What follows belongs to an exercise in optimizing a design on an open flow for small area, a short achievable clock period and few clock cycles per item; a production flow would make more cautious choices. In this exercise RTL edits were held to simulation tests only and were not proved equivalent to the original.

## the previous run
// dge_sha256
module dge_sha256 (
    input  wire         clk,
    input  wire         rst,             
    input  wire         start,
    input  wire         resume,
    input  wire [255:0] resume_h,        
    input  wire [63:0]  resume_count,    
    input  wire         abort,
    input  wire         in_valid,
    output wire         in_ready,
    input  wire [63:0]  in_data,
    input  wire         in_last,
    input  wire [3:0]   in_nbytes,
    output wire         busy,
    output reg          done,
    output reg          err,
    output wire [255:0] digest
);
For scale: ~1100 flip-flops, roughly 660 I/O pins.
Settings: LEC_CHECK=0, ABC_AREA=1, CAP_MARGIN=20, CORE_MARGIN=2, CORE_UTILIZATION=40, SETUP_SLACK_MARGIN=5, SLEW_MARGIN=20; clock period 10.0 ns.
run.sh (not shown) runs the stock make flow with config.mk's settings and CLKGATE_MAP_FILE= SYNTH_SCRIPT=/design/flow/synth_recipe.tcl, a recipe that flattens the netlist after the stock synthesis.
Testbench counts of the previous run, summed over its fixed seeds: cycles 81,368, bytes 61,945.
Here is what was changed in the inputs of the current run compared with the previous run.
--- a/flow/design.v
+++ b/flow/design.v
@@ -69,23 +69,23 @@
         ss1 = {x[16:0], x[31:17]} ^ {x[18:0], x[31:19]} ^ {10'b0, x[31:10]};
     endfunction
     function [63:0] csa(input [31:0] x, input [31:0] y, input [31:0] z);
         csa = {((x & y) | (x & z) | (y & z)) << 1, x ^ y ^ z};
     endfunction
     wire [31:0] s1 = bs1(e);
     wire [31:0] ch = (e & f) ^ (~e & g);
     wire [31:0] s0 = bs0(a);
     wire [31:0] mj = (a & b) ^ (a & c) ^ (b & c);
     wire [63:0] p  = csa(h, kk, w[15]);                  
-    wire [63:0] pv = csa(p[31:0], p[63:32], d);          
-    wire [63:0] ex = csa(pv[31:0], pv[63:32], s1);
-    wire [63:0] ey = csa(ex[31:0], ex[63:32], ch);
+    wire [63:0] ex = csa(d, s1, ch);
+    wire [63:0] ey0 = csa(p[31:0], p[63:32], ex[31:0]);
+    wire [63:0] ey = csa(ey0[31:0], ey0[63:32], ex[63:32]);
     wire [63:0] at = csa(s1, ch, s0);
     wire [63:0] au = csa(p[31:0], p[63:32], mj);
     wire [63:0] ax = csa(at[31:0], at[63:32], au[31:0]);
     wire [63:0] ay = csa(ax[31:0], ax[63:32], au[63:32]);
     wire [31:0] e_n = ey[31:0] + ey[63:32];
     wire [31:0] a_n = ay[31:0] + ay[63:32];
     wire [63:0] sa = csa(ss1(w[14]), w[9], ss0(w[1]));
     wire [63:0] sb = csa(sa[31:0], sa[63:32], w[0]);
     wire [31:0] sched = sb[31:0] + sb[63:32];
     wire feed_slot = busy_r & (addc | (q != 6'd0) | ~kv);
==> summary.txt <==
Between the previous run and the current run, the data-path buffer share of cell area in the final layout figures differ only marginally.
Against the previous run, the current run comes in 25 lower on number of instances resized during post-cts repair.
Critical path data required time ended up 40 ps lower on the current run than on the previous run.
Changes observed in the current run relative to the previous run: setup clock skew after layout dropped 3.4 ps, mux cell area share after synthesis flat.
Critical path depth sits higher in the current run than in the previous run.
The current run vs. the previous run: area overhead of the layout relative to synthesis went down by 0.91 points.
From the previous run to the current run the numbers moved as follows: time the worst path needs with I/O delays and setup rose 72 ps, count of H-tree levels built during CTS about even.
| pin count of the biggest net entering global routing | higher: the current run |
Testbench counts of the current run, summed over its fixed seeds: cycles 81,368, bytes 61,945.

--- another note on this design; it stands on its own ---

// dge_sha256
module dge_sha256 (
    input  wire         clk,
    input  wire         rst,             
    input  wire         start,
    input  wire         resume,
    input  wire [255:0] resume_h,        
    input  wire [63:0]  resume_count,    
    input  wire         abort,
    input  wire         in_valid,
    output wire         in_ready,
    input  wire [63:0]  in_data,
    input  wire         in_last,
    input  wire [3:0]   in_nbytes,
    output wire         busy,
    output reg          done,
    output reg          err,
    output wire [255:0] digest
);
Size in the first run: about 1100 flip-flops, about 60000 µm² of cells after synthesis.
clock: 10.0 ns
lec_check: 0
abc_area: 1
cap_margin: 20
core_margin: 2
core_utilization: 50
slew_margin: 20
tns_end_percent: 20
standard.sh (not shown) runs the stock make flow with config.mk's settings and CLKGATE_MAP_FILE= SYNTH_SCRIPT=/design/flow/synth_recipe.tcl, a recipe that flattens the netlist after the stock synthesis.
==> flow/flow/run.sh <==
#!/bin/bash
set -euo pipefail
bash standard.sh SETUP_SLACK_MARGIN=5.5 "BUFFER_PORTS_ARGS=-buffer_cell sky130_fd_sc_hd__buf_1" finish > layout.log 2>&1
Testbench counts at the start, summed over its fixed seeds: cycles 81,368, bytes 61,945.
Next try:
==> flow/flow/run.sh (replaced) <==
#!/bin/bash
set -euo pipefail
bash standard.sh SETUP_SLACK_MARGIN=6.5 "BUFFER_PORTS_ARGS=-buffer_cell sky130_fd_sc_hd__buf_1" finish > layout.log 2>&1
CORE_UTILIZATION = 40   (was 50)
TNS_END_PERCENT = not set   (was 20)
Design area is higher by roughly a tenth.
Die area increases by a quarter to a third.
Utilization came out lower by 7.2 points.
Routed wire length rose by a few percent.
Next try:
==> flow/flow/run.sh (replaced) <==
#!/bin/bash
set -euo pipefail
bash standard.sh SETUP_SLACK_MARGIN=5.2 "BUFFER_PORTS_ARGS=-buffer_cell sky130_fd_sc_hd__buf_1" finish > layout.log 2>&1
CORE_UTILIZATION = 50   (was 40)
CTS_CLUSTER_DIAMETER = 90   (was not set)
CTS_CLUSTER_SIZE = 22   (was not set)
TNS_END_PERCENT = 20   (was not set)
=> The changed run produced a clean layout; count of clock-buffer cells in the layout decreases by 79; global-route usage increases by 5.9 points; fmax goes down by 9.3%; area after synthesis stays the same.
Next try:
==> flow/flow/run.sh (replaced) <==
#!/bin/bash
set -euo pipefail
bash standard.sh SETUP_SLACK_MARGIN=5.6 "BUFFER_PORTS_ARGS=-buffer_cell sky130_fd_sc_hd__buf_1" finish > layout.log 2>&1
CORE_UTILIZATION = 55   (was 50)
What happened: Non-clock buffer count increases by 79; global-route usage climbs by 6.3 points; synthesized area does not change.
Next try:
==> flow/flow/run.sh (replaced) <==
#!/bin/bash
set -euo pipefail
bash standard.sh SETUP_SLACK_MARGIN=5.5 "BUFFER_PORTS_ARGS=-buffer_cell sky130_fd_sc_hd__buf_1" finish > layout.log 2>&1
CORE_UTILIZATION = 50   (was 55)
=> Wire length went down by 6.6%. Die area went up by 9.9%. Setup slack gains 150 ps. Final cell count went up by 1.2%. Worst hold slack barely changes. Register-to-register slack gains 150 ps. Critical path depth went down by 2. Fmax went up by 3.2%. Utilization went down by 6.7 points. Flip-flop and latch count is unchanged. Final area went down by 1.4%.
Next try:
==> flow/flow/run.sh (replaced) <==
#!/bin/bash
set -euo pipefail
bash standard.sh SETUP_SLACK_MARGIN=6 "BUFFER_PORTS_ARGS=-buffer_cell sky130_fd_sc_hd__buf_1" finish > layout.log 2>&1
CTS_CLUSTER_DIAMETER = not set   (was 90)
CTS_CLUSTER_SIZE = not set   (was 22)
After rerunning:
- via count rose by 3.0%
- worst hold slack gets worse by 14 ps
- routed wire length rose by about 3.5%
- register-to-register slack gets better by 110 ps
- final area rose by about 8%
- worst setup slack gets better by 110 ps
- sequential share of layout area fell by 2.5 points

[static timing again, ports no longer ideal]
The results above use ideal ports. As a check the final layouts listed here were re-extracted and re-timed, cells and wires unchanged. Step 1 sets driving cells, clkbuf_16 on the clock port and buf_2 on the other inputs (assumed; they add their load-dependent delay and slew). Step 2, shift: input delay + t, output delay - t, t = (earliest + latest rising clock arrival at the registers) / 2. This alone moves slack from input paths to output paths. a / b / c = ideal / step 1 / step 2; a / b = the first two.
run	t, ns	setup WS [ns]	hold slack, ns	worst setup path at the end	worst register clock-pin slew, ns
the previous run	0.850	5.082 / 5.007 / 4.585	0.294 / 0.294 / 0.294	input to register	0.07 / 0.07
the current run	0.833	5.010 / 5.010 / 4.615	0.276 / 0.276 / 0.276	input to register	0.08 / 0.08
the first run of note 2	0.808	5.443 / 5.366 / 4.851	0.300 / 0.300 / 0.300	input to register	0.07 / 0.07
the second run of note 2	0.856	5.641 / 5.641 / 5.562	0.281 / 0.281 / 0.281	input to register	0.07 / 0.07
the third run of note 2	0.764	5.192 / 5.134 / 4.740	0.289 / 0.289 / 0.289	input to register	0.10 / 0.10
the fourth run of note 2	0.786	5.277 / 5.277 / 4.794	0.312 / 0.312 / 0.312	input to register	0.10 / 0.10
the fifth run of note 2	0.791	5.425 / 5.395 / 4.808	0.314 / 0.314 / 0.314	input to register	0.10 / 0.10
the sixth run of note 2	0.811	5.531 / 5.478 / 5.049	0.300 / 0.300 / 0.300	input to register	0.07 / 0.07
After both steps every run listed still meets setup and hold. For the fifth run of note 2, which loses most, drivers alone change the setup slack by -0.030 ns; drivers and shift together by -0.617 ns.
